Source: an optimization exercise on an open RTL-to-GDS flow (aim: small area). Production flows keep margins and buffers that such runs may drop.
In this exercise RTL edits were held to simulation tests only and were not proved equivalent to the original.
Power is estimated from default activity; no workload was simulated.

<file path="design/flow/config.mk">
export PLATFORM = sky130hd
export DESIGN_NAME = met_decim
export DESIGN_NICKNAME = met_decim
export VERILOG_FILES = /design/flow/design.v
export SDC_FILE = /design/flow/constraint.sdc
export NUM_CORES = 4
export LEC_CHECK = 0
export ABC_AREA = 1
export CAP_MARGIN = 20
export CORE_MARGIN = 2
export CORE_UTILIZATION = 40
export CTS_BUF_LIST = sky130_fd_sc_hd__clkbuf_4
export SLEW_MARGIN = 20
</file>
<file path="design/flow/constraint.sdc">
create_clock -name core_clock -period 25.0 [get_ports {clk}]
set_input_delay 5.0000 -clock core_clock [delete_from_list [all_inputs] [get_ports {clk}]]
set_output_delay 5.0000 -clock core_clock [all_outputs]
set_load 0.01 [all_outputs]
</file>
<file path="design/flow/design.v">
module met_decim (
    input  wire        clk,
    input  wire        rst,         
    input  wire        bit_valid,
    input  wire        bit_in,
    input  wire [4:0]  sh1,
    input  wire [4:0]  sh2,
    input  wire [4:0]  sh3,
    output reg         out_valid,
    output wire [23:0] out_data,
    output wire        out_ovf,
    output wire        out_stuck
);
    integer n1, n2, n3;
function [2:0] dig2(input [3:0] p, input [2:0] q);
  case ({p, q})
    {4'd0, 3'd2}: dig2 = 3'b001;
    {4'd0, 3'd3}: dig2 = 3'b110;
    {4'd1, 3'd1}: dig2 = 3'b001;
    {4'd1, 3'd2}: dig2 = 3'b001;
    {4'd1, 3'd3}: dig2 = 3'b101;
    {4'd1, 3'd4}: dig2 = 3'b101;
    {4'd1, 3'd5}: dig2 = 3'b001;
    {4'd2, 3'd1}: dig2 = 3'b001;
    {4'd2, 3'd2}: dig2 = 3'b001;
    {4'd2, 3'd3}: dig2 = 3'b110;
    {4'd2, 3'd5}: dig2 = 3'b110;
    {4'd3, 3'd0}: dig2 = 3'b010;
    {4'd3, 3'd1}: dig2 = 3'b101;
    {4'd3, 3'd2}: dig2 = 3'b101;
    {4'd3, 3'd5}: dig2 = 3'b001;
    {4'd3, 3'd6}: dig2 = 3'b001;
    {4'd4, 3'd0}: dig2 = 3'b110;
    {4'd4, 3'd1}: dig2 = 3'b110;
    {4'd4, 3'd3}: dig2 = 3'b001;
    {4'd4, 3'd5}: dig2 = 3'b001;
    {4'd4, 3'd6}: dig2 = 3'b001;
    {4'd4, 3'd7}: dig2 = 3'b101;
    {4'd5, 3'd1}: dig2 = 3'b001;
    {4'd5, 3'd2}: dig2 = 3'b010;
    {4'd5, 3'd3}: dig2 = 3'b101;
    {4'd5, 3'd4}: dig2 = 3'b010;
    {4'd5, 3'd5}: dig2 = 3'b101;
    {4'd5, 3'd6}: dig2 = 3'b010;
    {4'd5, 3'd7}: dig2 = 3'b010;
    {4'd6, 3'd1}: dig2 = 3'b001;
    {4'd6, 3'd2}: dig2 = 3'b010;
    {4'd6, 3'd3}: dig2 = 3'b101;
    {4'd6, 3'd4}: dig2 = 3'b010;
    {4'd6, 3'd5}: dig2 = 3'b101;
    {4'd6, 3'd6}: dig2 = 3'b010;
    {4'd6, 3'd7}: dig2 = 3'b010;
    {4'd7, 3'd0}: dig2 = 3'b110;
    {4'd7, 3'd1}: dig2 = 3'b110;
    {4'd7, 3'd3}: dig2 = 3'b001;
    {4'd7, 3'd5}: dig2 = 3'b001;
    {4'd7, 3'd6}: dig2 = 3'b001;
    {4'd7, 3'd7}: dig2 = 3'b101;
    {4'd8, 3'd0}: dig2 = 3'b010;
    {4'd8, 3'd1}: dig2 = 3'b101;
    {4'd8, 3'd2}: dig2 = 3'b101;
    {4'd8, 3'd5}: dig2 = 3'b001;
    {4'd8, 3'd6}: dig2 = 3'b001;
    {4'd9, 3'd1}: dig2 = 3'b001;
    {4'd9, 3'd2}: dig2 = 3'b001;
    {4'd9, 3'd3}: dig2 = 3'b110;
    {4'd9, 3'd5}: dig2 = 3'b110;
    {4'd10, 3'd1}: dig2 = 3'b001;
    {4'd10, 3'd2}: dig2 = 3'b001;
    {4'd10, 3'd3}: dig2 = 3'b101;
    {4'd10, 3'd4}: dig2 = 3'b101;
    {4'd10, 3'd5}: dig2 = 3'b001;
    {4'd11, 3'd2}: dig2 = 3'b001;
    {4'd11, 3'd3}: dig2 = 3'b110;
    default: dig2 = 3'b000;
  endcase
endfunction
function [2:0] dig3(input [4:0] t, input [2:0] q);
  case ({t, q})
    {5'd0, 3'd0}: dig3 = 3'b101;
    {5'd0, 3'd1}: dig3 = 3'b001;
    {5'd0, 3'd2}: dig3 = 3'b110;
    {5'd2, 3'd0}: dig3 = 3'b001;
    {5'd2, 3'd1}: dig3 = 3'b001;
    {5'd2, 3'd2}: dig3 = 3'b010;
    {5'd2, 3'd4}: dig3 = 3'b001;
    {5'd3, 3'd0}: dig3 = 3'b001;
    {5'd3, 3'd2}: dig3 = 3'b001;
    {5'd3, 3'd4}: dig3 = 3'b101;
    {5'd3, 3'd5}: dig3 = 3'b001;
    {5'd4, 3'd2}: dig3 = 3'b010;
    {5'd4, 3'd3}: dig3 = 3'b010;
    {5'd4, 3'd4}: dig3 = 3'b101;
    {5'd4, 3'd5}: dig3 = 3'b001;
    {5'd6, 3'd0}: dig3 = 3'b110;
    {5'd6, 3'd1}: dig3 = 3'b001;
    {5'd6, 3'd3}: dig3 = 3'b101;
    {5'd6, 3'd5}: dig3 = 3'b110;
    {5'd7, 3'd0}: dig3 = 3'b110;
    {5'd7, 3'd1}: dig3 = 3'b001;
    {5'd7, 3'd2}: dig3 = 3'b110;
    {5'd7, 3'd3}: dig3 = 3'b110;
    {5'd7, 3'd6}: dig3 = 3'b101;
    {5'd8, 3'd0}: dig3 = 3'b101;
    {5'd8, 3'd1}: dig3 = 3'b101;
    {5'd8, 3'd3}: dig3 = 3'b110;
    {5'd8, 3'd6}: dig3 = 3'b101;
    {5'd10, 3'd0}: dig3 = 3'b010;
    {5'd10, 3'd1}: dig3 = 3'b001;
    {5'd10, 3'd2}: dig3 = 3'b101;
    {5'd10, 3'd3}: dig3 = 3'b001;
    {5'd10, 3'd4}: dig3 = 3'b010;
    {5'd10, 3'd6}: dig3 = 3'b010;
    {5'd11, 3'd0}: dig3 = 3'b010;
    {5'd11, 3'd1}: dig3 = 3'b010;
    {5'd11, 3'd2}: dig3 = 3'b101;
    {5'd11, 3'd3}: dig3 = 3'b010;
    {5'd11, 3'd4}: dig3 = 3'b001;
    {5'd11, 3'd5}: dig3 = 3'b101;
    {5'd11, 3'd6}: dig3 = 3'b001;
    {5'd11, 3'd7}: dig3 = 3'b001;
    {5'd12, 3'd0}: dig3 = 3'b101;
    {5'd12, 3'd1}: dig3 = 3'b101;
    {5'd12, 3'd2}: dig3 = 3'b001;
    {5'd12, 3'd3}: dig3 = 3'b101;
    {5'd12, 3'd4}: dig3 = 3'b010;
    {5'd12, 3'd6}: dig3 = 3'b101;
    {5'd12, 3'd7}: dig3 = 3'b010;
    {5'd13, 3'd0}: dig3 = 3'b010;
    {5'd13, 3'd1}: dig3 = 3'b010;
    {5'd13, 3'd2}: dig3 = 3'b001;
    {5'd13, 3'd3}: dig3 = 3'b001;
    {5'd13, 3'd7}: dig3 = 3'b010;
    {5'd14, 3'd0}: dig3 = 3'b101;
    {5'd14, 3'd1}: dig3 = 3'b101;
    {5'd14, 3'd2}: dig3 = 3'b001;
    {5'd14, 3'd3}: dig3 = 3'b101;
    {5'd14, 3'd4}: dig3 = 3'b010;
    {5'd14, 3'd6}: dig3 = 3'b101;
    {5'd14, 3'd7}: dig3 = 3'b010;
    {5'd15, 3'd0}: dig3 = 3'b010;
    {5'd15, 3'd1}: dig3 = 3'b010;
    {5'd15, 3'd2}: dig3 = 3'b101;
    {5'd15, 3'd3}: dig3 = 3'b010;
    {5'd15, 3'd4}: dig3 = 3'b001;
    {5'd15, 3'd5}: dig3 = 3'b101;
    {5'd15, 3'd6}: dig3 = 3'b001;
    {5'd15, 3'd7}: dig3 = 3'b001;
    {5'd16, 3'd0}: dig3 = 3'b010;
    {5'd16, 3'd1}: dig3 = 3'b001;
    {5'd16, 3'd2}: dig3 = 3'b101;
    {5'd16, 3'd3}: dig3 = 3'b001;
    {5'd16, 3'd4}: dig3 = 3'b010;
    {5'd16, 3'd6}: dig3 = 3'b010;
    {5'd18, 3'd0}: dig3 = 3'b101;
    {5'd18, 3'd1}: dig3 = 3'b101;
    {5'd18, 3'd3}: dig3 = 3'b110;
    {5'd18, 3'd6}: dig3 = 3'b101;
    {5'd19, 3'd0}: dig3 = 3'b110;
    {5'd19, 3'd1}: dig3 = 3'b001;
    {5'd19, 3'd2}: dig3 = 3'b110;
    {5'd19, 3'd3}: dig3 = 3'b110;
    {5'd19, 3'd6}: dig3 = 3'b101;
    {5'd20, 3'd0}: dig3 = 3'b110;
    {5'd20, 3'd1}: dig3 = 3'b001;
    {5'd20, 3'd3}: dig3 = 3'b101;
    {5'd20, 3'd5}: dig3 = 3'b110;
    {5'd22, 3'd2}: dig3 = 3'b010;
    {5'd22, 3'd3}: dig3 = 3'b010;
    {5'd22, 3'd4}: dig3 = 3'b101;
    {5'd22, 3'd5}: dig3 = 3'b001;
    {5'd23, 3'd0}: dig3 = 3'b001;
    {5'd23, 3'd2}: dig3 = 3'b001;
    {5'd23, 3'd4}: dig3 = 3'b101;
    {5'd23, 3'd5}: dig3 = 3'b001;
    {5'd24, 3'd0}: dig3 = 3'b001;
    {5'd24, 3'd1}: dig3 = 3'b001;
    {5'd24, 3'd2}: dig3 = 3'b010;
    {5'd24, 3'd4}: dig3 = 3'b001;
    {5'd26, 3'd0}: dig3 = 3'b101;
    {5'd26, 3'd1}: dig3 = 3'b001;
    {5'd26, 3'd2}: dig3 = 3'b110;
    default: dig3 = 3'b000;
  endcase
endfunction
    reg  [7:0]  bitpos;
    reg         last_bit;
    reg  [11:0] run;
    reg         stk;
    wire [11:0] run_n = (run != 12'd0 && bit_in == last_bit) ?
                        ((run == 12'd2048) ? run : run + 12'd1) : 12'd1;
    wire        dec = bit_valid && (bitpos[4:0] == 5'd13);
    always @(posedge clk) begin
        if (rst) begin
            bitpos   <= 8'd0;
            last_bit <= 1'b0;
            run      <= 12'd0;
        end else if (bit_valid) begin
            bitpos   <= bitpos + 8'd1;
            last_bit <= bit_in;
            run      <= run_n;
            if (dec && bitpos[7:5] == 3'b111)
                stk <= (run_n == 12'd2048);
        end
    end
    reg  [26:0] i1, i2, i3, i4, i5;
    reg         ivalid;
    wire [26:0] i1n = (ivalid ? i1 : 27'd0) + (bit_in ? 27'd1 : {27{1'b1}});
    wire [26:0] i2n = (ivalid ? i2 : 27'd0) + i1n;
    wire [26:0] i3n = (ivalid ? i3 : 27'd0) + i2n;
    wire [26:0] i4n = (ivalid ? i4 : 27'd0) + i3n;
    wire [26:0] i5n = (ivalid ? i5 : 27'd0) + i4n;
    always @(posedge clk) begin
        if (rst)
            ivalid <= 1'b0;
        else if (bit_valid) begin
            ivalid <= 1'b1;
            i1 <= i1n; i2 <= i2n; i3 <= i3n; i4 <= i4n; i5 <= i5n;
        end
    end
    localparam [2:0] CS_IDLE = 3'd0, CS_WAIT = 3'd1, CS_COMB = 3'd2,
                     CS_SH = 3'd3, CS_RDY = 3'd4, CS_RDY2 = 3'd5;
    reg  [2:0]  cst;
    reg  [26:0] cr [0:4];          
    reg  [2:0]  cpos;
    reg         cvalid;
    reg  [26:0] c;
    reg  [4:0]  ccnt;
    reg         cr_bit;
    reg         codd;
    wire        comb_step = (cst == CS_COMB);
    wire [26:0] cd = cvalid ? cr[0] : 27'd0;
    wire [27:0] csum = {c, 1'b1} + (comb_step ? {~cd, 1'b1} : {27'd0, cr_bit});
    wire        sat1 = !(c[26:23] == 4'b0000 || c[26:23] == 4'b1111);
    wire [23:0] s1w  = sat1 ? {c[26], {23{~c[26]}}} : c[23:0];
    always @(posedge clk) begin
        for (n1 = 0; n1 < 4; n1 = n1 + 1)
            cr[n1] <= cr[n1+1];
        cr[4] <= comb_step ? c : cr[0];
    end
    reg  [23:0] orr [0:11];        
    reg  [23:0] err [0:5];         
    reg  [3:0]  opos;
    reg  [2:0]  epos;
    reg  [3:0]  ocnt;
    reg  [2:0]  ecnt;
    wire        o_ins = (cst == CS_RDY2) && (opos == 4'd0);
    wire        e_ins = (cst == CS_RDY) && !codd && (epos == 3'd0);
    always @(posedge clk) begin
        for (n2 = 0; n2 < 11; n2 = n2 + 1)
            orr[n2] <= orr[n2+1];
        orr[11] <= o_ins ? s1w : orr[0];
        for (n2 = 0; n2 < 5; n2 = n2 + 1)
            err[n2] <= err[n2+1];
        err[5] <= e_ins ? s1w : err[0];
    end
    localparam [1:0] A_IDLE = 2'd0, A_RUN = 2'd1, A_RND = 2'd2, A_XFER = 2'd3;
    reg  [1:0]  ast;
    reg  [41:0] a2;
    reg  [2:0]  aq;
    reg  [4:0]  f1age;             
    reg         w2;                
    wire        c_load = (cst == CS_RDY) && codd && (ast == A_IDLE) && (epos == 3'd0);
    wire [4:0]  f1age_n = sat1 ? 5'd0 : ((f1age == 5'd31) ? f1age : f1age + 5'd1);
    wire [2:0]  d2 = dig2(opos, 3'd7 - aq);     
    wire        o_valid = (4'd11 - opos) < ocnt;
    wire [24:0] o_mag = !o_valid ? 25'd0 :
                        d2[1] ? {orr[0], 1'b0} : d2[0] ? {orr[0][23], orr[0]} : 25'd0;
    wire        a_run = (ast == A_RUN);
    wire        a_neg = a_run & d2[2] & o_valid;
    wire [41:0] k2 = (sh2 == 5'd0) ? 42'd0 : (42'd1 << (sh2 - 5'd1));
    wire [41:0] a_b = a_run ? {{17{o_mag[24]}}, o_mag} : k2;
    wire [41:0] a_a = (a_run && opos == 4'd0) ? {a2[39:0], 2'b00} : a2;
    wire [42:0] a_sum = {a_a, 1'b1} + {a_b ^ {42{a_neg}}, a_neg};
    localparam [2:0] S_IDLE = 3'd0, S_SH = 3'd1, S_SAT = 3'd2, S_WAIT = 3'd3, S_PASS = 3'd4;
    reg  [2:0]  sst;
    reg  [41:0] s3;
    reg  [4:0]  scnt;
    reg         sw2;
    reg  [2:0]  sq;
    reg  [2:0]  pos3;
    reg  [1:0]  r3;                
    reg  [2:0]  jm;                
    reg         s3first;
    reg  [4:0]  f2age;
    reg         w3;
    reg  [41:0] ar [0:6];          
    wire        sat2 = !(s3[41:23] == 19'd0 || s3[41:23] == {19{1'b1}});
    wire        f2 = sat2 | sw2;
    wire [4:0]  f2age_n = f2 ? 5'd0 : ((f2age == 5'd31) ? f2age : f2age + 5'd1);
    wire [2:0]  dd = (pos3 >= jm) ? (pos3 - jm) : (pos3 + 3'd7 - jm);
    wire [5:0]  tt = {1'b0, dd, 2'b11} - {4'd0, r3};
    wire [2:0]  d3 = (tt > 6'd26) ? 3'b000 : dig3(tt[4:0], sq);
    wire        s_pass = (sst == S_PASS);
    wire        fresh = s_pass && (sq == 3'd0) && (s3first || (r3 == 2'd1 && dd == 3'd6));
    wire [41:0] k3 = (sh3 == 5'd0) ? 42'd0 : (42'd1 << (sh3 - 5'd1));
    wire [41:0] m3 = !s_pass ? 42'd0 :
                     d3[1] ? {s3[40:0], 1'b0} : d3[0] ? s3 : 42'd0;
    wire        neg3 = s_pass & d3[2];
    wire [42:0] sum3x = {(fresh ? k3 : ar[0]), 1'b1} + {m3 ^ {42{neg3}}, neg3};
    wire [41:0] sum3 = sum3x[42:1];
    always @(posedge clk) begin
        for (n3 = 0; n3 < 6; n3 = n3 + 1)
            ar[n3] <= ar[n3+1];
        ar[6] <= sum3;
    end
    reg         obusy;
    reg  [41:0] r3v;
    reg  [4:0]  rcnt;
    wire        sat3 = !(r3v[41:23] == 19'd0 || r3v[41:23] == {19{1'b1}});
    assign out_data  = sat3 ? {r3v[41], {23{~r3v[41]}}} : r3v[23:0];
    assign out_ovf   = sat3 | w3;
    assign out_stuck = stk;
    wire        capture = s_pass && r3 == 2'd3 && dd == 3'd0 && sq == 3'd2;
    always @(posedge clk) begin
        if (rst) begin
            cst    <= CS_IDLE;
            cpos   <= 3'd0;
            cvalid <= 1'b0;
            opos   <= 4'd0;
            epos   <= 3'd0;
            ocnt   <= 4'd0;
            ecnt   <= 3'd0;
            ast    <= A_IDLE;
            f1age  <= 5'd31;
            sst    <= S_IDLE;
            pos3   <= 3'd0;
            r3     <= 2'd0;
            jm     <= 3'd0;
            s3first <= 1'b1;
            f2age  <= 5'd31;
            obusy  <= 1'b0;
            out_valid <= 1'b0;
        end else begin
            cpos <= (cpos == 3'd4) ? 3'd0 : cpos + 3'd1;
            if (!o_ins) opos <= (opos == 4'd11) ? 4'd0 : opos + 4'd1;
            if (!e_ins) epos <= (epos == 3'd5) ? 3'd0 : epos + 3'd1;
            pos3 <= (pos3 == 3'd6) ? 3'd0 : pos3 + 3'd1;
            case (cst)
            CS_IDLE:
                if (dec) begin
                    c    <= i5n;
                    codd <= bitpos[5];
                    cst  <= CS_WAIT;
                end
            CS_WAIT:
                if (cpos == 3'd4) cst <= CS_COMB;
            CS_COMB: begin
                c <= csum[27:1];
                if (cpos == 3'd4) begin
                    cvalid <= 1'b1;
                    ccnt   <= sh1;
                    cr_bit <= 1'b0;
                    cst    <= CS_SH;
                end
            end
            CS_SH:
                if (ccnt >= 5'd4) begin
                    c      <= {{4{c[26]}}, c[26:4]};
                    cr_bit <= c[3];
                    ccnt   <= ccnt - 5'd4;
                end else if (ccnt != 5'd0) begin
                    c      <= {c[26], c[26:1]};
                    cr_bit <= c[0];
                    ccnt   <= ccnt - 5'd1;
                end else begin
                    c   <= csum[27:1];
                    cst <= CS_RDY;
                end
            CS_RDY:
                if (!codd) begin
                    if (epos == 3'd0) begin
                        if (ecnt != 3'd6) ecnt <= ecnt + 3'd1;
                        f1age <= f1age_n;
                        cst   <= CS_IDLE;
                    end
                end else if (c_load) begin
                    f1age <= f1age_n;
                    w2    <= (f1age_n <= 5'd22);
                    cst   <= CS_RDY2;
                end
            CS_RDY2:
                if (opos == 4'd0) begin
                    if (ocnt != 4'd12) ocnt <= ocnt + 4'd1;
                    cst <= CS_IDLE;
                end
            default: cst <= CS_IDLE;
            endcase
            if (c_load)
                a2 <= (ecnt == 3'd6) ? {{18{err[0][23]}}, err[0]} : 42'd0;
            case (ast)
            A_IDLE:
                if (o_ins) begin
                    aq  <= 3'd0;
                    ast <= A_RUN;
                end
            A_RUN: begin
                a2 <= a_sum[42:1];
                if (opos == 4'd11) begin
                    aq <= aq + 3'd1;
                    if (aq == 3'd7) ast <= A_RND;
                end
            end
            A_RND: begin
                a2  <= a_sum[42:1];
                ast <= A_XFER;
            end
            A_XFER:
                if (sst == S_IDLE) ast <= A_IDLE;
            endcase
            case (sst)
            S_IDLE:
                if (ast == A_XFER) begin
                    s3   <= a2;
                    scnt <= sh2;
                    sw2  <= w2;
                    sst  <= S_SH;
                end
            S_SH:
                if (scnt >= 5'd4) begin
                    s3   <= {{4{s3[41]}}, s3[41:4]};
                    scnt <= scnt - 5'd4;
                end else if (scnt != 5'd0) begin
                    s3   <= {s3[41], s3[41:1]};
                    scnt <= scnt - 5'd1;
                end else
                    sst <= S_SAT;
            S_SAT: begin
                if (sat2) s3 <= {{19{s3[41]}}, {23{~s3[41]}}};
                f2age <= f2age_n;
                if (r3 == 2'd3) w3 <= (f2age_n <= 5'd26);
                sst <= S_WAIT;
            end
            S_WAIT:
                if (pos3 == 3'd6) begin
                    sq  <= 3'd0;
                    sst <= S_PASS;
                end
            S_PASS:
                if (pos3 == 3'd6) begin
                    s3 <= {s3[39:0], 2'b00};
                    sq <= sq + 3'd1;
                    if (sq == 3'd7) begin
                        sst     <= S_IDLE;
                        s3first <= 1'b0;
                        r3      <= r3 + 2'd1;
                        if (r3 == 2'd3) jm <= (jm == 3'd6) ? 3'd0 : jm + 3'd1;
                    end
                end
            default: sst <= S_IDLE;
            endcase
            out_valid <= 1'b0;
            if (capture) begin
                r3v   <= sum3;
                rcnt  <= sh3;
                obusy <= 1'b1;
            end else if (obusy) begin
                if (rcnt >= 5'd4) begin
                    r3v  <= {{4{r3v[41]}}, r3v[41:4]};
                    rcnt <= rcnt - 5'd4;
                end else if (rcnt != 5'd0) begin
                    r3v  <= {r3v[41], r3v[41:1]};
                    rcnt <= rcnt - 5'd1;
                end else begin
                    obusy     <= 1'b0;
                    out_valid <= 1'b1;
                end
            end
        end
    end
endmodule
</file>
<file path="design/flow/run.sh">
#!/bin/bash
# synth_recipe.tcl (not shown) runs the flow's synth.tcl, then flattens the netlist and writes it again
# the make line also repeats each setting of config.mk as NAME=value (left out here)
make -C /OpenROAD-flow-scripts/flow DESIGN_CONFIG=/design/flow/config.mk WORK_HOME=/design/flow/orfs CLKGATE_MAP_FILE= SYNTH_SCRIPT=/design/flow/synth_recipe.tcl finish
</file>
==> key figures, run 1 <==
Clock tree
  • Hold_buf cts: 0
  • Post_cts resized: 0
  • CTS tree: built
  • Clock latency on the worst-skew pair: ~1.3 ns
  • H-tree Lvls: 5
  • Clock sink count: 1245
  • Worst-case clock buffer depth: 4
  • Clk slew on worst S/H paths: 0.07 ns
  • Num CTS Buffers: 328
  • Clock root buffer: clkbuf_4
  • Post-CTS Setup Inserts: 0

STA
  • Clock skew: around 0.16 ns
  • Tcrit/Tclk final: 51.8%
  • RSZ-0062 raised after global routing: false
  • Hold Violations, Final: 0
  • Period minus WS final: 12.96 ns
  • Fin Setup TNS: 0 ns
  • Slew @ Worst Pin: 1.07 ns
  • Final setup vio count: 0
  • Fmax: between 70 and 80 MHz
  • Max-Slew Margin vs Limit: 28.5%
  • Final Slew Violations: 0

Setup path
  • Slowest library cell on the worst path: inv_1
  • Critical Path AT: approximately 14 ns
  • Crit start category: input port
  • Critical Path Max Stage Delay: 0.79 ns
  • Crit path top cell by count: nand2_1
  • Crit path max fanout: 27
  • CP endpoint kind: register
  • Setup Crit Path Kind: input port to register
  • Critical Path RT: 25.94 ns

GRT
  • Initial antenna violation count: 6
  • GRT overflow: 0
  • First-pass GRT wire length: 213000 um
  • GRT Total Usage: 19.4%
  • Largest net degree at the start of global routing: 81
  • Vias in the first global route: 39.9k

Power
  • Peak VDD IR: 57.9 uV
  • Clock power share: 24.4%
  • Static Leak: 27.2 nW
  • Switch share: between 30 and 40%
  • Switching Power: 2.69 mW
  • Combinational Power Share: 35.5%
  • Sequential fraction of design power: between 40% and 50%
  • Internal power: 4.45 mW
  • Power density over the cells: 119 mW/mm^2

Floorplanning
  • Overall die height: ~370 um
  • Io pins: 46
  • Initial Util: 40.3%
  • Die area: ~0.14 sq mm
  • Placeable Area: 0.133 sq mm
  • Site Rows: 134
  • Die width: 370 um

Finish
  • Layout Cells excl Fill: 8300
  • Final Net Count: ~6.6k
  • Area growth syn-to-layout: 12.0%
  • Proportion of layout cells with a drive suffix above 1: a little under a tenth

Placement
  • Number of port buffers: 45
  • Dpl cells: 7735
  • GP Congestion: 0.898
  • Post-DP HPWL: 97800 um

Synth
  • Syn Nets: 6380
  • Top_reg_cell synth: dfxtp_1
  • Sequential fraction of the synthesis area: 52.3%
  • Synth Cell Area: 0.0537 sq mm
  • Library cells used by synthesis: 69
  • Post-synth ARST share: 0%
  • Number of synthesized register bits: 1245
  • Syn. warnings: 5
  • Gate Count Post-Synth: 6056
  • Number of flops mapped to enable cells by yosys: between 300 and 400
  • Avg Cell Area, Syn: between 8 and 9 sq um

Route
  • DRT Pass-1 Iters: 7
  • DR WL/cell: around 16 um
  • DRC viols: 0
  • Vias after detailed routing: 41.5k
  • Post-DRT Antenna Nets: 0
  • Starting DRT DRC Count: 2839
  • WL final: 134000 um
  • Via density per instance: 5.00

Run status
  • Status: no timing/DRC/antenna violations

Worst hold path
  • HP Class: register to register

Flow run
  • Max-cap violations: 0
==> layer usage <==
layer | track usage, % | share of wire (%) | routed length [um]
met1 | 27.4 | 49 | 65500
met5 | 0 | 0.0097 | 13
met2 | 29.6 | 43 | 58200
met4 | 7.00 | 2.4 | 3260
met3 | 3.36 | 5.4 | 7270
==> cells by family after synthesis <==
| group | count (synthesis) | synth area share [%] |
|---|---|---|
| AO/OA/AOI/OAI | 1369 | 14.5 |
| XOR/XNOR | 262 | 4.31 |
| adder cells (fa/ha/maj) | 305 | 7.22 |
| buffers and inverters | 909 | 6.43 |
| flip-flops | 1245 | 52.3 |
| multiplexers | 2 | 0.0419 |
| AND/OR/NAND/NOR | 1964 | 15.2 |
==> layout by cell type, fill, tap and decap left out, drive strengths merged, types with 6 or more instances in the layout <==
cell,count
nand2,1234
dfxtp,930
inv,733
o21ai,564
clkbuf,465
a21oi,454
nor2,350
edfxtp,315
ha,297
nand3,206
xor2,182
clkinv,90
xnor2,80
nor3,60
o211ai,59
a31oi,44
clkdlybuf4s50,44
nand4,42
buf,38
o221ai,35
o31ai,31
a32oi,27
nor4,23
a21o,22
o22ai,20
a22oi,20
o21bai,19
or2,18
o21a,17
a211oi,12
nand3b,11
and2,10
a21boi,10
o2111ai,9
fa,8
bufinv,8
and3,7
diode,6
==> metrics by stage <==
stage,cell area [sq um],hold WS (ns),setup WS [ns],power [mW],util (%)
after floorplan,53700,0.310,12.69,4.66,-
after global placement,56000,0.310,11.06,5.37,42.0
after detailed placement,56000,0.312,11.00,5.41,42.0
after CTS,60100,0.240,12.26,7.19,45.1
after global routing,60100,0.249,11.06,7.67,45.1
final,60100,0.235,12.04,7.14,45.1
==> layout make-up <==
class | count | area, sq um
diodes | 6 | 15.0
clock buffers | 465 | 3490
clock inverters | 94 | 586
fillers | 13100 | 73200
inverters | 738 | 2780
multi-input cells | 3902 | 22200
flip-flops and latches | 1245 | 28100
well taps | 1768 | 2210
repair buffers | 82 | 723
==> registers in the layout, indices dropped and copies added, names as in the netlist, 42 cells and up <==
| register | count |
|---|---|
| a2 | 42 |
| err | 144 |
| ar | 294 |
| cr | 135 |
| r3v | 42 |
| orr | 288 |
| s3 | 42 |
==> path summary, 6_finish.rpt <==
| kind | from | endpoint | slack, ns | cells after the start |
|---|---|---|---|---|
| min | err[4][21] | err[3][21] | 0.23 | 0 |
| min reg2reg | err[4][21] | err[3][21] | 0.23 | 0 |
| max | bit_in | c[26] | 12.04 | 45 |
| max reg2reg | ivalid | c[26] | 16.69 | 42 |
==> power by group through the flow <==
stage | combinational, mW | clock (mW) | sequential [mW]
2_1_floorplan | 1.82 | 0 | 2.84
3_3_place_gp | 2.48 | 0 | 2.89
3_5_place_dp | 2.50 | 0 | 2.90
4_1_cts | 2.52 | 1.81 | 2.86
5_1_grt | 2.85 | 1.91 | 2.91
6_report | 2.54 | 1.74 | 2.86
==> Yosys cell counts (all sizes together) (7+ instances only) <==
cell type | number | area share [%]
a211oi | 12 | 0.17
a21boi | 10 | 0.14
a21o | 22 | 0.31
a21oi | 454 | 4.3
a22oi | 20 | 0.28
a31oi | 44 | 0.51
a32oi | 27 | 0.44
and2 | 10 | 0.12
and3 | 7 | 0.082
buf | 36 | 0.32
clkbuf | 135 | 0.95
clkinv | 9 | 0.072
dfxtp | 930 | 35
edfxtp | 315 | 18
fa | 8 | 0.30
ha | 297 | 6.9
inv | 729 | 5.1
nand2 | 1234 | 8.8
nand3 | 206 | 2.0
nand3b | 11 | 0.15
nand4 | 42 | 0.49
nor2 | 350 | 2.5
nor3 | 60 | 0.56
nor4 | 23 | 0.27
o2111ai | 9 | 0.15
o211ai | 59 | 0.83
o21a | 17 | 0.24
o21ai | 564 | 5.3
o21bai | 19 | 0.27
o221ai | 35 | 0.57
o22ai | 20 | 0.23
o31ai | 31 | 0.43
or2 | 18 | 0.21
xnor2 | 80 | 1.3
xor2 | 182 | 3.0
==> critical path, delay by kind of cell <==
family	cells	cell delay [ns]
AO/OA/AOI/OAI	12	2.66
AND/OR/NAND/NOR	20	2.01
adder cells (fa/ha/maj)	5	1.94
buffers and inverters	3	1.37
XOR/XNOR	5	0.89
==> run 2, diff against run 1 <==
--- a/design/flow/config.mk
+++ b/design/flow/config.mk
@@ -7,3 +7,2 @@
 export LEC_CHECK = 0
-export ABC_AREA = 1
 export CAP_MARGIN = 20
@@ -11,3 +10,2 @@
 export CORE_UTILIZATION = 40
-export CTS_BUF_LIST = sky130_fd_sc_hd__clkbuf_4
 export SLEW_MARGIN = 20
==> run 2 against run 1 <==
Still clean on timing, DRC and antenna. Power is 12% lower. Core utilization rose by 0.18 points. First-iteration DRC count decreased by 7.8%. Synthesized cell count shrank 17%. Critical endpoint unchanged.
==> key figures, run 2 <==
STA
  • Setup ws final: 11.03 ns (-1.01 ns)
  • Final setup vio count: 0 (unchanged)
  • Max-Slew Margin vs Limit: 28.2% (-0.31 points)
  • Tcrit/Tclk final: 55.9% (+4.0 points)
  • Period minus WS final: 13.97 ns (+1.01 ns)
  • Slew @ Worst Pin: 1.05 ns (-0.0214 ns)
  • Clock skew: 0.0731 ns (-0.0908 ns)
  • Fmax: 71.6 MHz (-7.2%)
  • Final Slew Violations: 0 (unchanged)
  • Min Hold Slack: 0.298 ns (+0.0631 ns)
  • RSZ-0062 raised after global routing: false
  • Fin Setup TNS: 0 ns (unchanged)
  • Hold Violations, Final: 0 (unchanged)

GRT
  • Largest net degree at the start of global routing: 85 (+4.9%)
  • GRT Total Usage: 17.4% (-2.0 points)
  • Initial antenna violation count: 3 (-3)
  • GRT overflow: 0 (unchanged)
  • First-pass GRT wire length: 187000 um (-12%)
  • Vias in the first global route: 34.0k (-15%)

Synth
  • Post-synth ARST share: 0% (unchanged)
  • Number of synthesized register bits: 1245 (unchanged)
  • Post-synth top area cell: dfxtp_1
  • Number of flops mapped to enable cells by yosys: 315 (unchanged)
  • Synth top area share: 35.8% (+1.1 points)
  • Syn Nets: 5341 (-16%)
  • Cell with the most instances after synthesis: dfxtp_1
  • Avg Cell Area, Syn: 10.4 sq um (+17%)
  • Top_reg_cell synth: dfxtp_1
  • Top cells by count, synth: dfxtp_1, nand2_1, nor2_1
  • Largest cells by area after synthesis: dfxtp_1, edfxtp_1, ha_1, xnor2_1, nand2_1
  • Gate Count Post-Synth: 5017 (-17%)
  • Library cells used by synthesis: 94 (+36%)
  • Sequential fraction of the synthesis area: 53.9% (+1.6 points)
  • Syn. warnings: 5 (unchanged)
  • Synth Cell Area: 0.0521 sq mm (-3.1%)

Worst hold path
  • Worst Min Path Start: orr[8][15]
  • Hold Crit Depth: 0 (unchanged)
  • HP Class: register to register
  • WHS Endpoint: orr[7][15]

Finish
  • Area of the multi-input gates: 0.0228 sq mm (+2.5%)
  • FF/Latch Area: 0.0281 sq mm (unchanged)
  • Most common cell after layout, fill and taps aside: dfxtp_1
  • Proportion of layout cells with a drive suffix above 1: 6.92% (-2.6 points)
  • Final Net Count: 5346 (-19%)
  • Area growth syn-to-layout: 12.5%
  • Filler cells: 12.0k (-8.0%)
  • Max reg flops: 294 (unchanged)
  • Most flops, register: ar
  • Most frequent cells in the layout: dfxtp_1, nand2_1, nor2_1, a21oi_1, edfxtp_1
  • Largest regs: ar x294, orr x288, err x144

Clock tree
  • Post_cts resized: 0 (unchanged)
  • Worst-case clock buffer depth: 3 (-1)
  • H-tree Lvls: 3 (-2)
  • Clk slew on worst S/H paths: 0.06 ns (about the same)
  • Hold_buf cts: 0 (unchanged)
  • Num CTS Buffers: 119 (-64%)
  • Clock root buffer: clkbuf_16
  • Post-CTS Setup Inserts: 0 (unchanged)
  • Clock latency on the worst-skew pair: 0.78 ns (-0.53 ns)
  • CTS tree: built
  • Clock sink count: 1245 (unchanged)

Run status
  • Status: no timing/DRC/antenna violations

Setup path
  • Crit path top cell by count: a21oi_1
  • Critical Path Max Stage Delay: 0.74 ns (-0.05 ns)
  • Slowest library cell on the worst path: inv_1
  • Crit start category: input port
  • Critical Path RT: 25.53 ns (-0.41 ns)
  • FF-to-FF End: c[26]
  • R2R depth: 42 (unchanged)
  • Setup Crit Path Kind: input port to register
  • Worst R2R Setup Slack: 15.72 ns (-0.97 ns)
  • CP endpoint kind: register
  • Crit path max fanout: 25 (-7.4%)
  • R2R Path Start: ivalid
  • Critical Path AT: 14.50 ns (+0.60 ns)

Floorplanning
  • Die area: 0.133 sq mm (-3.0%)
  • Placeable Area: 0.129 sq mm (-3.0%)
  • Site Rows: 132 (-1.5%)
  • Initial Util: 40.3% (about the same)
  • Io pins: 46 (unchanged)
  • Overall die height: 365 um (-1.5%)
  • Die width: 365 um (-1.5%)

Placement
  • GP Congestion: 0.875 (-2.6%)
  • Post-DP HPWL: 81900 um (-16%)
  • Number of port buffers: 45 (unchanged)
  • Post-Place Worst Slack: 10.25 ns (-0.746 ns)

Route
  • WL final: 117000 um (-13%)
  • DRT Pass-1 Iters: 5 (-2)
  • Starting DRT DRC Count: 2617 (-7.8%)
  • DR WL/cell: 17.0 um (+4.9%)
  • Post-DRT Antenna Nets: 0 (unchanged)
  • DRC viols: 0 (unchanged)
  • Vias after detailed routing: 35.6k (-14%)
  • Via density per instance: 5.18 (+3.6%)

Power
  • Peak VDD IR: 81.5 uV (+41%)
  • Power density over the cells: 107 mW/mm^2 (-9.9%)
  • Final Power: 6.26 mW (-12%)
  • Static Leak: 23.6 nW (-13%)

Flow run
  • Max-cap violations: 0 (unchanged)
-- run 2: worst max-delay path by stage --
| stage | startpoint | endpoint | slack, ns |
|---|---|---|---|
| global route | bit_in | c[26] | 10.16 |
| finish | bit_in | c[26] | 11.03 |
| global placement | bit_in | c[26] | 10.27 |
| detailed placement | bit_in | c[26] | 10.25 |
| floorplan | bit_in | c[26] | 12.03 |
| CTS | bit_in | c[26] | 11.07 |
-- run 2: worst max-delay path, delay by kind of cell --
kind / cells / cell delay (ns)
adder cells (fa/ha/maj): 5 / 1.64
AO/OA/AOI/OAI: 25 / 4.68
buffers and inverters: 2 / 1.30
XOR/XNOR: 4 / 0.58
AND/OR/NAND/NOR: 6 / 1.27
-- run 2: area by class of cell --
type	count	area share (%)
diodes	2	0.00855
clock buffers	164	5.98
clock inverters	62	1.20
inverters	140	0.897
multi-input cells	3430	38.9
flip-flops and latches	1245	47.9
well taps	1742	3.72
repair buffers	86	1.29
-- run 2: metal layers --
metal  up-vias  share of wire, %  global-route usage [%]
met5         -                 0                       0
met4         0               2.4                    5.19
met3       179               3.9                    2.36
met2       722                44                    27.4
met1     16800                49                    24.8
li1      17900                 -                       -
-- run 2: kinds of logic after synthesis --
group | synth area share [%]
flip-flops | 53.9
AND/OR/NAND/NOR | 13.3
AO/OA/AOI/OAI | 15.5
adder cells (fa/ha/maj) | 7.46
multiplexers | 2.23
XOR/XNOR | 5.10
buffers and inverters | 2.49
-- run 2: metrics by stage --
stage	std cells	cell area [sq um]	util, %
after detailed placement	6643	54400	42.0
final	6871	58600	45.3
after global placement	6643	54400	42.0
after floorplan	5017	52100	-
after global routing	6871	58600	45.3
after CTS	6869	58600	45.3
-- run 2: power by group --
| group | internal [mW] | leakage [nW] | total (mW) | switching (mW) |
|---|---|---|---|---|
| registers | 2.50 | 10.5 | 2.61 | 0.113 |
| logic | 0.692 | 11.0 | 1.78 | 1.09 |
| clock network | 1.08 | 2.09 | 1.87 | 0.799 |
==> run 3, diff against run 2 <==
--- a/design/flow/config.mk
+++ b/design/flow/config.mk
@@ -7,5 +7,7 @@
 export LEC_CHECK = 0
+export ABC_AREA = 1
 export CAP_MARGIN = 20
 export CORE_MARGIN = 2
-export CORE_UTILIZATION = 40
+export CORE_UTILIZATION = 60
+export CTS_BUF_LIST = sky130_fd_sc_hd__clkbuf_8
 export SLEW_MARGIN = 20
==> run 3 against run 2 <==
Still clean. Routed wire length up 16%. Register-to-register slack better by 0.13 ns. Synthesized area up 3.2%. Clock skew down 0.0080 ns. Setup slack better by 0.77 ns. Clock-buffer cell count up 73. Clock power down 2%. Core utilization up 22 points. First-iteration DRC count up 29%. Worst hold slack worse by 0.0088 ns. Critical path type unchanged.
==> key figures, run 3 <==
Synth
  • Post-synthesis compound-gate area fraction: 14.5% (-0.98 points)
  • Multiplexer area fraction after synthesis: 0.0419% (-2.2 points)
  • Sequential fraction of the synthesis area: 52.3% (-1.6 points)
  • Simple-Gate Fraction of Synth Area: 15.2% (+1.9 points)
  • Synth Area in Adders: 7.22% (-0.25 points)
  • Gate Count Post-Synth: 6056 (+21%)
  • Post-synth ARST share: 0% (unchanged)
  • Top cells by count, synth: nand2_1, dfxtp_1, inv_1
  • Library cells used by synthesis: 69 (-27%)
  • Top_reg_cell synth: dfxtp_1
  • Number of synthesized register bits: 1245 (unchanged)
  • Syn Nets: 6380 (+19%)
  • Xor/xnor share of the synthesized area: 4.31% (-0.79 points)
  • Syn. warnings: 5 (unchanged)
  • Synth top area share: 34.7% (-1.1 points)
  • Largest cells by area after synthesis: dfxtp_1, edfxtp_1, nand2_1, ha_1, o21ai_0
  • Synth Cell Area: 0.0537 sq mm (+3.2%)
  • Avg Cell Area, Syn: 8.87 sq um (-15%)
  • Cell with the most instances after synthesis: nand2_1
  • Post-synth top area cell: dfxtp_1
  • Largest family of logic cells by synthesized area: simple AND/OR/NAND/NOR gates
  • Number of flops mapped to enable cells by yosys: 315 (unchanged)

STA
  • Max-Slew Margin vs Limit: 30.4% (+2.2 points)
  • Clock skew: 0.0651 ns (-0.00802 ns)
  • Hold Violations, Final: 0 (unchanged)
  • Final Slew Violations: 0 (unchanged)
  • Fmax: 75.8 MHz (+5.9%)
  • Slew @ Worst Pin: 1.04 ns (-0.00647 ns)
  • RSZ-0062 raised after global routing: false
  • Tcrit/Tclk final: 52.8% (-3.1 points)
  • Final setup vio count: 0 (unchanged)
  • Fin Setup TNS: 0 ns (unchanged)
  • Period minus WS final: 13.20 ns (-0.774 ns)

Clock tree
  • Clk slew on worst S/H paths: 0.06 ns (about the same)
  • Num CTS Buffers: 189 (+59%)
  • Worst-case clock buffer depth: 3 (unchanged)
  • Clock sink count: 1245 (unchanged)
  • Clock latency on the worst-skew pair: 0.92 ns (+0.14 ns)
  • Clock root buffer: clkbuf_8
  • Post_cts resized: 0 (unchanged)
  • Hold_buf cts: 0 (unchanged)
  • CTS tree: built
  • Post-CTS Setup Inserts: 0 (unchanged)
  • H-tree Lvls: 4 (+1)

Floorplanning
  • Placeable Area: 0.0885 sq mm (-32%)
  • Initial Util: 60.7% (+20 points)
  • Io pins: 46 (unchanged)
  • Die area: 0.0919 sq mm (-31%)
  • Site Rows: 109 (-17%)
  • Overall die height: 303 um (-17%)
  • Die width: 303 um (-17%)

GRT
  • GRT overflow: 0 (unchanged)
  • Largest net degree at the start of global routing: 81 (-4.7%)
  • Vias in the first global route: 39.2k (+15%)
  • GRT Total Usage: 29.2% (+12 points)
  • Initial antenna violation count: 3 (unchanged)
  • First-pass GRT wire length: 211000 um (+13%)

Setup path
  • Critical Path AT: 13.83 ns (-0.67 ns)
  • Crit-path leading delay family: compound AO/OA/AOI/OAI gates
  • Crit start category: input port
  • Critical Path Max Stage Delay: 0.76 ns (+0.02 ns)
  • Slowest library cell on the worst path: inv_1
  • Setup Crit Path Kind: input port to register
  • R2R depth: 45 (+7.1%)
  • R2R Path Start: ivalid
  • Worst R2R Setup Slack: 15.85 ns (+0.13 ns)
  • Crit path top cell by count: nand2_1
  • Crit path max fanout: 27 (+8.0%)
  • FF-to-FF End: c[26]
  • CP endpoint kind: register
  • Critical Path RT: 25.63 ns (+0.10 ns)
  • Worst path bufs/invs: 4 (+2)

Route
  • DR WL/cell: 18.1 um (+6.5%)
  • DRT Pass-1 Iters: 8 (+3)
  • Starting DRT DRC Count: 3376 (+29%)
  • Vias after detailed routing: 41.1k (+16%)
  • Via density per instance: 5.49 (+6.0%)
  • WL final: 135000 um (+16%)
  • Post-DRT Antenna Nets: 0 (unchanged)
  • DRC viols: 0 (unchanged)

Placement
  • GP Congestion: 1.00 (+15%)
  • Post-DP HPWL: 99900 um (+22%)
  • Dpl cells: 7132 (+7.4%)
  • Number of port buffers: 45 (unchanged)

Finish
  • Final Net Count: 6482 (+21%)
  • Most common cell after layout, fill and taps aside: nand2_1
  • Proportion of layout cells with a drive suffix above 1: 6.82% (-0.11 points)
  • Largest regs: ar x294, orr x288, err x144
  • Most flops, register: ar
  • Max reg flops: 294 (unchanged)
  • Most frequent cells in the layout: nand2_1, dfxtp_1, inv_1, o21ai_0, a21oi_1
  • Area growth syn-to-layout: 10.9%
  • Layout Cells excl Fill: 7490 (+9.0%)

Power
  • Peak VDD IR: 128 uV (+57%)
  • Power density over the cells: 122 mW/mm^2 (+14%)
  • Static Leak: 27.2 nW (+15%)

Flow run
  • Max-cap violations: 0 (unchanged)

Worst hold path
  • WHS Endpoint: ar[4][28]
  • Worst Min Path Start: ar[5][28]
  • HP Class: register to register
  • Hold Crit Depth: 0 (unchanged)

Run status
  • Status: no timing/DRC/antenna violations
[run 3: changes by cell type after synthesis, moves of 99 or more]
| cell | delta |
|---|---|
| nand2_1 | +735 |
| inv_1 | +579 |
| o21ai_0 | +256 |
| and2_1 | -150 |
| xnor2_1 | -128 |
| nand3_1 | +120 |
| a21oi_1 | +108 |
| a21o_1 | -99 |
[run 3: cell families (layout without fill, tap and decap cells)]
group / after synthesis / count (layout)
buffers and inverters: 909 / 1174
other: 0 / 4
XOR/XNOR: 262 / 262
AO/OA/AOI/OAI: 1369 / 1369
flip-flops: 1245 / 1245
AND/OR/NAND/NOR: 1964 / 1964
adder cells (fa/ha/maj): 305 / 305
multiplexers: 2 / 2
[run 3: final cells by class]
cell class	instances	area, sq um
clock buffers	237	3260
flip-flops and latches	1245	28100
multi-input cells	3902	22300
well taps	1165	1460
diodes	4	10.0
fillers	7164	28900
inverters	738	2780
clock inverters	117	1020
repair buffers	82	728
[run 3: per-stage QoR]
step / setup slack (ns) / hold WS [ns] / util, % / instance area (sq um) / total power, mW
after detailed placement: 11.06 / 0.312 / 62.5 / 55300 / 5.45
after global placement: 11.22 / 0.309 / 62.5 / 55300 / 5.40
after CTS: 11.95 / 0.276 / 67.3 / 59600 / 7.29
after global routing: 10.75 / 0.298 / 67.3 / 59600 / 7.71
after floorplan: 12.69 / 0.310 / - / 53700 / 4.66
final: 11.80 / 0.289 / 67.3 / 59600 / 7.28
[run 3: how the worst max path moves through the flow]
stage / startpoint / to / slack, ns / cells after the start
4_1_cts: bit_in / c[26] / 11.95 / 46
2_1_floorplan: rst / s3[0] / 12.69 / 3
3_3_place_gp: bit_in / c[26] / 11.22 / 47
5_1_grt: bit_in / c[26] / 10.75 / 46
3_5_place_dp: bit_in / c[26] / 11.06 / 46
6_report: bit_in / c[26] / 11.80 / 46
[run 3: power by group]
| group | internal (mW) | switching, mW |
|---|---|---|
| Sequential | 2.69 | 0.182 |
| Combinational | 0.822 | 1.76 |
| Clock | 0.999 | 0.826 |
[run 3: routing by layer]
layer / part of all wire [%] / vias to the layer above / global-route usage, %
met5: 0.0089 / - / 0
met4: 3.4 / 2 / 11.0
met3: 5.7 / 286 / 4.45
met2: 47 / 1305 / 49.0
met1: 44 / 18900 / 38.3
li1: - / 20600 / -
==> run 4, diff against run 3 <==
--- a/design/flow/design.v
+++ b/design/flow/design.v
@@ -207,7 +207,8 @@
     reg         ivalid;
-    wire [26:0] i1n = (ivalid ? i1 : 27'd0) + (bit_in ? 27'd1 : {27{1'b1}});
-    wire [26:0] i2n = (ivalid ? i2 : 27'd0) + i1n;
-    wire [26:0] i3n = (ivalid ? i3 : 27'd0) + i2n;
-    wire [26:0] i4n = (ivalid ? i4 : 27'd0) + i3n;
-    wire [26:0] i5n = (ivalid ? i5 : 27'd0) + i4n;
+    wire [26:0] i1n, i2n, i3n, i4n, i5n;
+    met_radd #(27) u_i1 (.a(ivalid ? i1 : 27'd0), .b({{26{~bit_in}}, 1'b1}), .ci(1'b0), .s(i1n));
+    met_radd #(27) u_i2 (.a(ivalid ? i2 : 27'd0), .b(i1n), .ci(1'b0), .s(i2n));
+    met_radd #(27) u_i3 (.a(ivalid ? i3 : 27'd0), .b(i2n), .ci(1'b0), .s(i3n));
+    met_radd #(27) u_i4 (.a(ivalid ? i4 : 27'd0), .b(i3n), .ci(1'b0), .s(i4n));
+    met_radd #(27) u_i5 (.a(ivalid ? i5 : 27'd0), .b(i4n), .ci(1'b0), .s(i5n));
     always @(posedge clk) begin
@@ -221,3 +222,3 @@
     localparam [2:0] CS_IDLE = 3'd0, CS_WAIT = 3'd1, CS_COMB = 3'd2,
-                     CS_SH = 3'd3, CS_RDY = 3'd4, CS_RDY2 = 3'd5;
+                     CS_SH = 3'd3, CS_RDY = 3'd4;
     reg  [2:0]  cst;
@@ -232,3 +233,5 @@
     wire [26:0] cd = cvalid ? cr[0] : 27'd0;
-    wire [27:0] csum = {c, 1'b1} + (comb_step ? {~cd, 1'b1} : {27'd0, cr_bit});
+    wire [26:0] csum;
+    met_radd #(27) u_cadd (.a(c), .b(comb_step ? ~cd : 27'd0),
+                           .ci(comb_step | cr_bit), .s(csum));
     wire        sat1 = !(c[26:23] == 4'b0000 || c[26:23] == 4'b1111);
@@ -246,3 +249,6 @@
     reg  [2:0]  ecnt;
-    wire        o_ins = (cst == CS_RDY2) && (opos == 4'd0);
+    reg         ev_rdy;            
+    reg         od_in;             
+    wire        o_ok;
+    wire        o_ins = (cst == CS_RDY) && codd && o_ok && (opos == 4'd0);
     wire        e_ins = (cst == CS_RDY) && !codd && (epos == 3'd0);
@@ -256,4 +262,5 @@
     end
-    localparam [1:0] A_IDLE = 2'd0, A_RUN = 2'd1, A_RND = 2'd2, A_XFER = 2'd3;
-    reg  [1:0]  ast;
+    localparam [2:0] A_IDLE = 3'd0, A_ALIGN = 3'd1, A_RUN = 3'd2, A_STALL = 3'd3,
+                     A_RND = 3'd4, A_XFER = 3'd5;
+    reg  [2:0]  ast;
     reg  [41:0] a2;
@@ -262,9 +269,12 @@
     reg         w2;                
-    wire        c_load = (cst == CS_RDY) && codd && (ast == A_IDLE) && (epos == 3'd0);
+    wire        c_load = (ast == A_IDLE) && ev_rdy && (epos == 3'd0);
+    wire        a_busy = (ast == A_ALIGN) || (ast == A_RUN) || (ast == A_STALL);
+    assign      o_ok = a_busy ? !od_in : (ast == A_IDLE && ev_rdy);
     wire [4:0]  f1age_n = sat1 ? 5'd0 : ((f1age == 5'd31) ? f1age : f1age + 5'd1);
-    wire [2:0]  d2 = dig2(opos, 3'd7 - aq);     
-    wire        o_valid = (4'd11 - opos) < ocnt;
+    wire [3:0]  tap2 = od_in ? opos : opos - 4'd1;
+    wire [2:0]  d2 = dig2(tap2, 3'd7 - aq);     
+    wire        o_valid = (4'd11 - opos) < ocnt && (od_in || opos != 4'd0);
     wire [24:0] o_mag = !o_valid ? 25'd0 :
                         d2[1] ? {orr[0], 1'b0} : d2[0] ? {orr[0][23], orr[0]} : 25'd0;
-    wire        a_run = (ast == A_RUN);
+    wire        a_run = (ast == A_RUN) && !o_ins;
     wire        a_neg = a_run & d2[2] & o_valid;
@@ -273,4 +283,6 @@
     wire [41:0] a_a = (a_run && opos == 4'd0) ? {a2[39:0], 2'b00} : a2;
-    wire [42:0] a_sum = {a_a, 1'b1} + {a_b ^ {42{a_neg}}, a_neg};
-    localparam [2:0] S_IDLE = 3'd0, S_SH = 3'd1, S_SAT = 3'd2, S_WAIT = 3'd3, S_PASS = 3'd4;
+    wire [41:0] a_sum;
+    met_radd #(42) u_aadd (.a(a_a), .b(a_b ^ {42{a_neg}}), .ci(a_neg), .s(a_sum));
+    localparam [2:0] S_IDLE = 3'd0, S_SH = 3'd1, S_SAT = 3'd2, S_WAIT = 3'd3, S_PASS = 3'd4,
+                     S_OWAIT = 3'd5, S_OSH = 3'd6;
     reg  [2:0]  sst;
@@ -299,4 +311,4 @@
     wire        neg3 = s_pass & d3[2];
-    wire [42:0] sum3x = {(fresh ? k3 : ar[0]), 1'b1} + {m3 ^ {42{neg3}}, neg3};
-    wire [41:0] sum3 = sum3x[42:1];
+    wire [41:0] sum3;
+    met_radd #(42) u_sadd (.a(fresh ? k3 : ar[0]), .b(m3 ^ {42{neg3}}), .ci(neg3), .s(sum3));
     always @(posedge clk) begin
@@ -306,10 +318,6 @@
     end
-    reg         obusy;
-    reg  [41:0] r3v;
-    reg  [4:0]  rcnt;
-    wire        sat3 = !(r3v[41:23] == 19'd0 || r3v[41:23] == {19{1'b1}});
-    assign out_data  = sat3 ? {r3v[41], {23{~r3v[41]}}} : r3v[23:0];
-    assign out_ovf   = sat3 | w3;
+    reg  [2:0]  oslot;
+    assign out_data  = sat2 ? {s3[41], {23{~s3[41]}}} : s3[23:0];
+    assign out_ovf   = sat2 | w3;
     assign out_stuck = stk;
-    wire        capture = s_pass && r3 == 2'd3 && dd == 3'd0 && sq == 3'd2;
     always @(posedge clk) begin
@@ -331,3 +339,4 @@
             f2age  <= 5'd31;
-            obusy  <= 1'b0;
+            ev_rdy <= 1'b0;
+            od_in  <= 1'b0;
             out_valid <= 1'b0;
@@ -348,3 +357,3 @@
             CS_COMB: begin
-                c <= csum[27:1];
+                c <= csum;
                 if (cpos == 3'd4) begin
@@ -366,3 +375,3 @@
                 end else begin
-                    c   <= csum[27:1];
+                    c   <= csum;
                     cst <= CS_RDY;
@@ -370,17 +379,11 @@
             CS_RDY:
-                if (!codd) begin
-                    if (epos == 3'd0) begin
-                        if (ecnt != 3'd6) ecnt <= ecnt + 3'd1;
-                        f1age <= f1age_n;
-                        cst   <= CS_IDLE;
-                    end
-                end else if (c_load) begin
+                if (e_ins) begin
+                    if (ecnt != 3'd6) ecnt <= ecnt + 3'd1;
                     f1age <= f1age_n;
-                    w2    <= (f1age_n <= 5'd22);
-                    cst   <= CS_RDY2;
-                end
-            CS_RDY2:
-                if (opos == 4'd0) begin
+                    cst   <= CS_IDLE;
+                end else if (o_ins) begin
                     if (ocnt != 4'd12) ocnt <= ocnt + 4'd1;
-                    cst <= CS_IDLE;
+                    f1age <= f1age_n;
+                    w2    <= (f1age_n <= 5'd22);
+                    cst   <= CS_IDLE;
                 end
@@ -388,7 +391,13 @@
             endcase
-            if (c_load)
-                a2 <= (ecnt == 3'd6) ? {{18{err[0][23]}}, err[0]} : 42'd0;
+            if (e_ins) ev_rdy <= 1'b1;
+            if (o_ins) od_in <= 1'b1;
             case (ast)
             A_IDLE:
-                if (o_ins) begin
+                if (c_load) begin
+                    a2     <= (ecnt == 3'd6) ? {{18{err[0][23]}}, err[0]} : 42'd0;
+                    ev_rdy <= 1'b0;
+                    ast    <= A_ALIGN;
+                end
+            A_ALIGN:
+                if (opos == 4'd11) begin
                     aq  <= 3'd0;
@@ -396,11 +405,18 @@
                 end
-            A_RUN: begin
-                a2 <= a_sum[42:1];
-                if (opos == 4'd11) begin
-                    aq <= aq + 3'd1;
-                    if (aq == 3'd7) ast <= A_RND;
+            A_RUN:
+                if (!o_ins) begin
+                    a2 <= a_sum;
+                    if (opos == 4'd11) begin
+                        aq <= aq + 3'd1;
+                        if (aq == 3'd7) begin
+                            od_in <= 1'b0;
+                            ast   <= A_RND;
+                        end else if (aq == 3'd3 && !od_in)
+                            ast <= A_STALL;
+                    end
                 end
-            end
+            A_STALL:
+                if (o_ins) ast <= A_RUN;
             A_RND: begin
-                a2  <= a_sum[42:1];
+                a2  <= a_sum;
                 ast <= A_XFER;
@@ -410,2 +426,3 @@
             endcase
+            out_valid <= 1'b0;
             case (sst)
@@ -443,3 +460,4 @@
                     if (sq == 3'd7) begin
-                        sst     <= S_IDLE;
+                        sst     <= (r3 == 2'd3) ? S_OWAIT : S_IDLE;
+                        oslot   <= jm;
                         s3first <= 1'b0;
@@ -449,21 +467,21 @@
                 end
-            default: sst <= S_IDLE;
-            endcase
-            out_valid <= 1'b0;
-            if (capture) begin
-                r3v   <= sum3;
-                rcnt  <= sh3;
-                obusy <= 1'b1;
-            end else if (obusy) begin
-                if (rcnt >= 5'd4) begin
-                    r3v  <= {{4{r3v[41]}}, r3v[41:4]};
-                    rcnt <= rcnt - 5'd4;
-                end else if (rcnt != 5'd0) begin
-                    r3v  <= {r3v[41], r3v[41:1]};
-                    rcnt <= rcnt - 5'd1;
+            S_OWAIT:
+                if (pos3 == oslot) begin
+                    s3   <= ar[0];
+                    scnt <= sh3;
+                    sst  <= S_OSH;
+                end
+            S_OSH:
+                if (scnt >= 5'd4) begin
+                    s3   <= {{4{s3[41]}}, s3[41:4]};
+                    scnt <= scnt - 5'd4;
+                end else if (scnt != 5'd0) begin
+                    s3   <= {s3[41], s3[41:1]};
+                    scnt <= scnt - 5'd1;
                 end else begin
-                    obusy     <= 1'b0;
                     out_valid <= 1'b1;
+                    sst       <= S_IDLE;
                 end
-            end
+            default: sst <= S_IDLE;
+            endcase
         end
@@ -471 +489,19 @@
 endmodule
+module met_radd #(
+    parameter integer W = 8
+) (
+    input  wire [W-1:0] a,
+    input  wire [W-1:0] b,
+    input  wire         ci,
+    output wire [W-1:0] s
+);
+    wire [W:0] c;
+    assign c[0] = ci;
+    genvar k;
+    generate
+        for (k = 0; k < W; k = k + 1) begin : g_bit
+            assign s[k]   = a[k] ^ b[k] ^ c[k];
+            assign c[k+1] = (a[k] & b[k]) | (a[k] & c[k]) | (b[k] & c[k]);
+        end
+    endgenerate
+endmodule
--- a/design/flow/config.mk
+++ b/design/flow/config.mk
@@ -7,7 +7,7 @@
 export LEC_CHECK = 0
-export ABC_AREA = 1
 export CAP_MARGIN = 20
 export CORE_MARGIN = 2
-export CORE_UTILIZATION = 60
-export CTS_BUF_LIST = sky130_fd_sc_hd__clkbuf_8
+export CORE_UTILIZATION = 40
+export CTS_CLUSTER_DIAMETER = 100
+export CTS_CLUSTER_SIZE = 30
 export SLEW_MARGIN = 20
==> run 4 against run 3 <==
Core utilization fell by 24 points. Power is 39% lower. Critical path depth increased by 10. Sequential cell count decreased by 42. Critical endpoint is now a2[41]. Fmax is 46% lower. Still clean on timing, DRC and antenna. Synthesized cell count shrank 39%. Routed wire length fell by 35%. Largest cell class unchanged. Combinational power decreased by 58%. Clock power decreased by 44%. Worst hold slack better by 0.0063 ns.
==> key figures, run 4 <==
Route
  • DRT Pass-1 Iters: 6 (-2)
  • WL final: 87400 um (-35%)
  • Via density per instance: 4.93 (-10%)
  • Vias after detailed routing: 25.6k (-38%)
  • Post-DRT Antenna Nets: 0 (unchanged)
  • Starting DRT DRC Count: 1834 (-46%)
  • DR WL/cell: 16.9 um (-6.8%)
  • DRC viols: 0 (unchanged)

Finish
  • Most flops, register: ar
  • Most frequent cells in the layout: dfxtp_1, nand2_1, edfxtp_1, a21oi_1, fa_1
  • Final Cell Area: 0.0483 sq mm (-19%)
  • Largest regs: ar x294, orr x288, err x144
  • Most common cell after layout, fill and taps aside: dfxtp_1
  • Final Net Count: 3973 (-39%)
  • Layout Utilization: 43.6% (-24 points)
  • Max reg flops: 294 (unchanged)
  • Area growth syn-to-layout: 8.04%
  • Proportion of layout cells with a drive suffix above 1: 5.33% (-1.5 points)

Clock tree
  • Clock latency on the worst-skew pair: 0.69 ns (-0.23 ns)
  • CTS tree: built
  • Hold_buf cts: 0 (unchanged)
  • Num CTS Buffers: 52 (-72%)
  • Clock root buffer: clkbuf_16
  • Post-CTS Setup Inserts: 0 (unchanged)
  • Clock sink count: 1203 (-3.4%)
  • Worst-case clock buffer depth: 3 (unchanged)
  • H-tree Lvls: 2 (-2)
  • Clk slew on worst S/H paths: 0.11 ns (+0.05 ns)

Floorplanning
  • Die width: 338 um (+12%)
  • Overall die height: 338 um (+12%)
  • Site Rows: 122 (+12%)
  • Placeable Area: 0.111 sq mm (+25%)
  • Io pins: 46 (unchanged)
  • Die area: 0.114 sq mm (+24%)
  • Initial Util: 40.4% (-20 points)

Synth
  • Top_reg_cell synth: dfxtp_1
  • Cell with the most instances after synthesis: dfxtp_1
  • Number of synthesized register bits: 1203 (-3.4%)
  • Syn. warnings: 5 (unchanged)
  • Avg Cell Area, Syn: 12.0 sq um (+36%)
  • Library cells used by synthesis: 78 (+13%)
  • Post-synth ARST share: 0% (unchanged)
  • Number of flops mapped to enable cells by yosys: 271 (-14%)
  • Post-synth top area cell: dfxtp_1
  • Gate Count Post-Synth: 3714 (-39%)
  • Top cells by count, synth: dfxtp_1, nand2_1, edfxtp_1
  • Largest cells by area after synthesis: dfxtp_1, edfxtp_1, fa_1, a21oi_1, nand2_1
  • Sequential fraction of the synthesis area: 60.0% (+7.7 points)
  • Synth top area share: 41.8% (+7.1 points)
  • Synth Cell Area: 0.0447 sq mm (-17%)
  • Syn Nets: 4020 (-37%)

STA
  • Tcrit/Tclk final: 97.2% (+44 points)
  • Period minus WS final: 24.30 ns (+11.10 ns)
  • Fmax: 41.2 MHz (-46%)
  • Clock skew: 0.0453 ns (-0.0197 ns)
  • Hold Violations, Final: 0 (unchanged)
  • Final Slew Violations: 0 (unchanged)
  • Final setup vio count: 0 (unchanged)
  • Slew @ Worst Pin: 1.04 ns (+0.00114 ns)
  • Max-Slew Margin vs Limit: 30.4% (about the same)
  • RSZ-0062 raised after global routing: false

Setup path
  • Crit path top cell by count: fa_1
  • R2R Path Start: opos[0]
  • Worst R2R Setup Slack: 2.68 ns (-13.17 ns)
  • Crit start category: input port
  • Critical Path AT: 24.74 ns (+10.91 ns)
  • Critical Path RT: 25.45 ns (-0.18 ns)
  • R2R depth: 62 (+38%)
  • Slowest library cell on the worst path: clkdlybuf4s50_1
  • CP endpoint: a2[41]
  • FF-to-FF End: a2[41]
  • Crit path max fanout: 2 (-93%)
  • CP endpoint kind: register
  • Critical Path Max Stage Delay: 0.48 ns (-0.28 ns)
  • Worst path bufs/invs: 8 (+4)
  • Critical Path Stages: 56 (+22%)
  • Crit-path leading delay family: adder cells
  • Setup Crit Path Kind: input port to register
  • Setup crit start: sh2[2]

Placement
  • Post-DP HPWL: 60700 um (-39%)
  • Dpl cell area: 0.0466 sq mm (-16%)
  • GP Congestion: 0.870 (-13%)
  • Number of port buffers: 45 (unchanged)

Power
  • Static Leak: 17.9 nW (-34%)
  • Power density over the cells: 91.9 mW/mm^2 (-25%)
  • Final Power: 4.44 mW (-39%)
  • Peak VDD IR: 79.8 uV (-38%)

GRT
  • GRT Total Usage: 15.1% (-14 points)
  • Largest net degree at the start of global routing: 75 (-7.4%)
  • Vias in the first global route: 25.3k (-36%)
  • GRT overflow: 0 (unchanged)
  • Initial antenna violation count: 1 (-2)
  • First-pass GRT wire length: 140000 um (-33%)

Worst hold path
  • Worst Min Path Start: cr[4][17]
  • HP Class: register to register

Flow run
  • Max-cap violations: 0 (unchanged)

Run status
  • Status: no timing/DRC/antenna violations
[run 4: cell types whose count changed in the layout (fill, tap and decap cells not counted), moves of 83 or more]
cell	change
ha_1	-243
xor2_1	-98
clkbuf_8	-236
inv_1	-564
nand3_1	-167
mux2i_1	+83
nand2_1	-888
o21ai_0	-407
fa_1	+223
a21oi_1	-207
nor2_1	-135
and2_1	+98
[run 4: through the flow]
stage,TNS [ns],hold slack (ns),setup WS [ns],std cells
4_1_cts,0,0.296,0.451,5184
6_report,0,0.295,0.703,5185
3_3_place_gp,-0.265,0.310,-0.265,5101
2_1_floorplan,0,0.310,0.927,3714
5_1_grt,0,0.301,0.0390,5185
3_5_place_dp,-0.326,0.312,-0.326,5101
[run 4: worst min-delay path by stage]
stage	endpoint	slack (ns)	cells past startpoint
floorplan	ar[0][0]	0.31	0
detailed placement	cr[0][24]	0.31	0
global route	orr[4][5]	0.30	0
global placement	orr[9][2]	0.31	0
finish	cr[3][17]	0.30	0
CTS	orr[4][4]	0.30	0
[run 4: power breakdown]
| group | internal [mW] | switching [mW] |
|---|---|---|
| Sequential | 2.24 | 0.0665 |
| Combinational | 0.452 | 0.639 |
| Clock | 0.416 | 0.617 |
| Total | 3.11 | 1.32 |
[run 4: final cells by class]
class	count	area (sq um)
Timing Repair Buffer	92	801
Antenna cell	1	2.50
Multi-Input combinational cell	2115	16400
Sequential cell	1203	26800
Fill cell	10200	62400
Inverter	203	762
Tap cell	1488	1860
Clock buffer	67	1390
Clock inverter	16	260
[run 4: cells by family (layout without fill, tap and decap cells)]
logic type	Yosys count	after routing	synth area share (%)
DFF	1203	1203	60.0
other	0	1	0
muxes	120	120	2.79
adders and majority gates	287	287	12.0
AOI/OAI and AO/OA	691	691	9.90
xor gates and xnor gates	115	115	2.25
and+or+nand+nor	902	902	9.54
buffers and inverters	396	378	3.58
[run 4: repair_timing]
action                                 4_1_cts  5_1_grt
setup endpoints to repair                    0        1
gates resized for setup                      0        3
endpoints found under the hold margin        0        0
[run 4: per-layer routing]
metal / wire [um] / vias to the layer above / GRT usage [%]
li1: - / 12500 / -
met2: 39800 / 458 / 23.7
met3: 3540 / 121 / 1.94
met1: 41800 / 12500 / 21.8
met5: 0 / - / 0
met4: 2270 / 0 / 4.63

-- static timing again, ports no longer ideal --
No port has a modelled driver above. Below, the same layouts with a new extraction and two added sets of constraints. Step 1 sets driving cells, clkbuf_16 on the clock port and buf_2 on the other inputs (assumed; they add their load-dependent delay and slew). Step 2 moves the port delays by t, midway between the first and last clock arrival at a register: inputs arrive t later, outputs are due t later. That takes back most of the time a late clock gives input paths. Three values: no drivers, after step 1, after step 2; two values: the first two.
| run | t, ns | slack for setup (ns) | latest minus earliest clock arrival (ns) | slew at the worst register clock pin (ns) | cell pins on the clock port's net |
|---|---|---|---|---|---|
| run 1 | 1.300 | 12.038 / 12.083 / 10.783 | 0.174 / 0.175 | 0.09 / 0.09 | 1 |
| run 2 | 0.817 | 11.026 / 11.077 / 10.260 | 0.076 / 0.076 | 0.07 / 0.07 | 1 |
| run 3 | 0.952 | 11.799 / 11.842 / 10.890 | 0.069 / 0.070 | 0.07 / 0.07 | 1 |
| run 4 | 0.728 | 0.703 / 0.747 / 0.019 | 0.049 / 0.049 | 0.12 / 0.12 | 1 |
After both steps setup and hold are still met in every run listed. The setup slack of run 1, which loses most, moves by +0.045 ns with the drivers and by -1.255 ns with both steps.
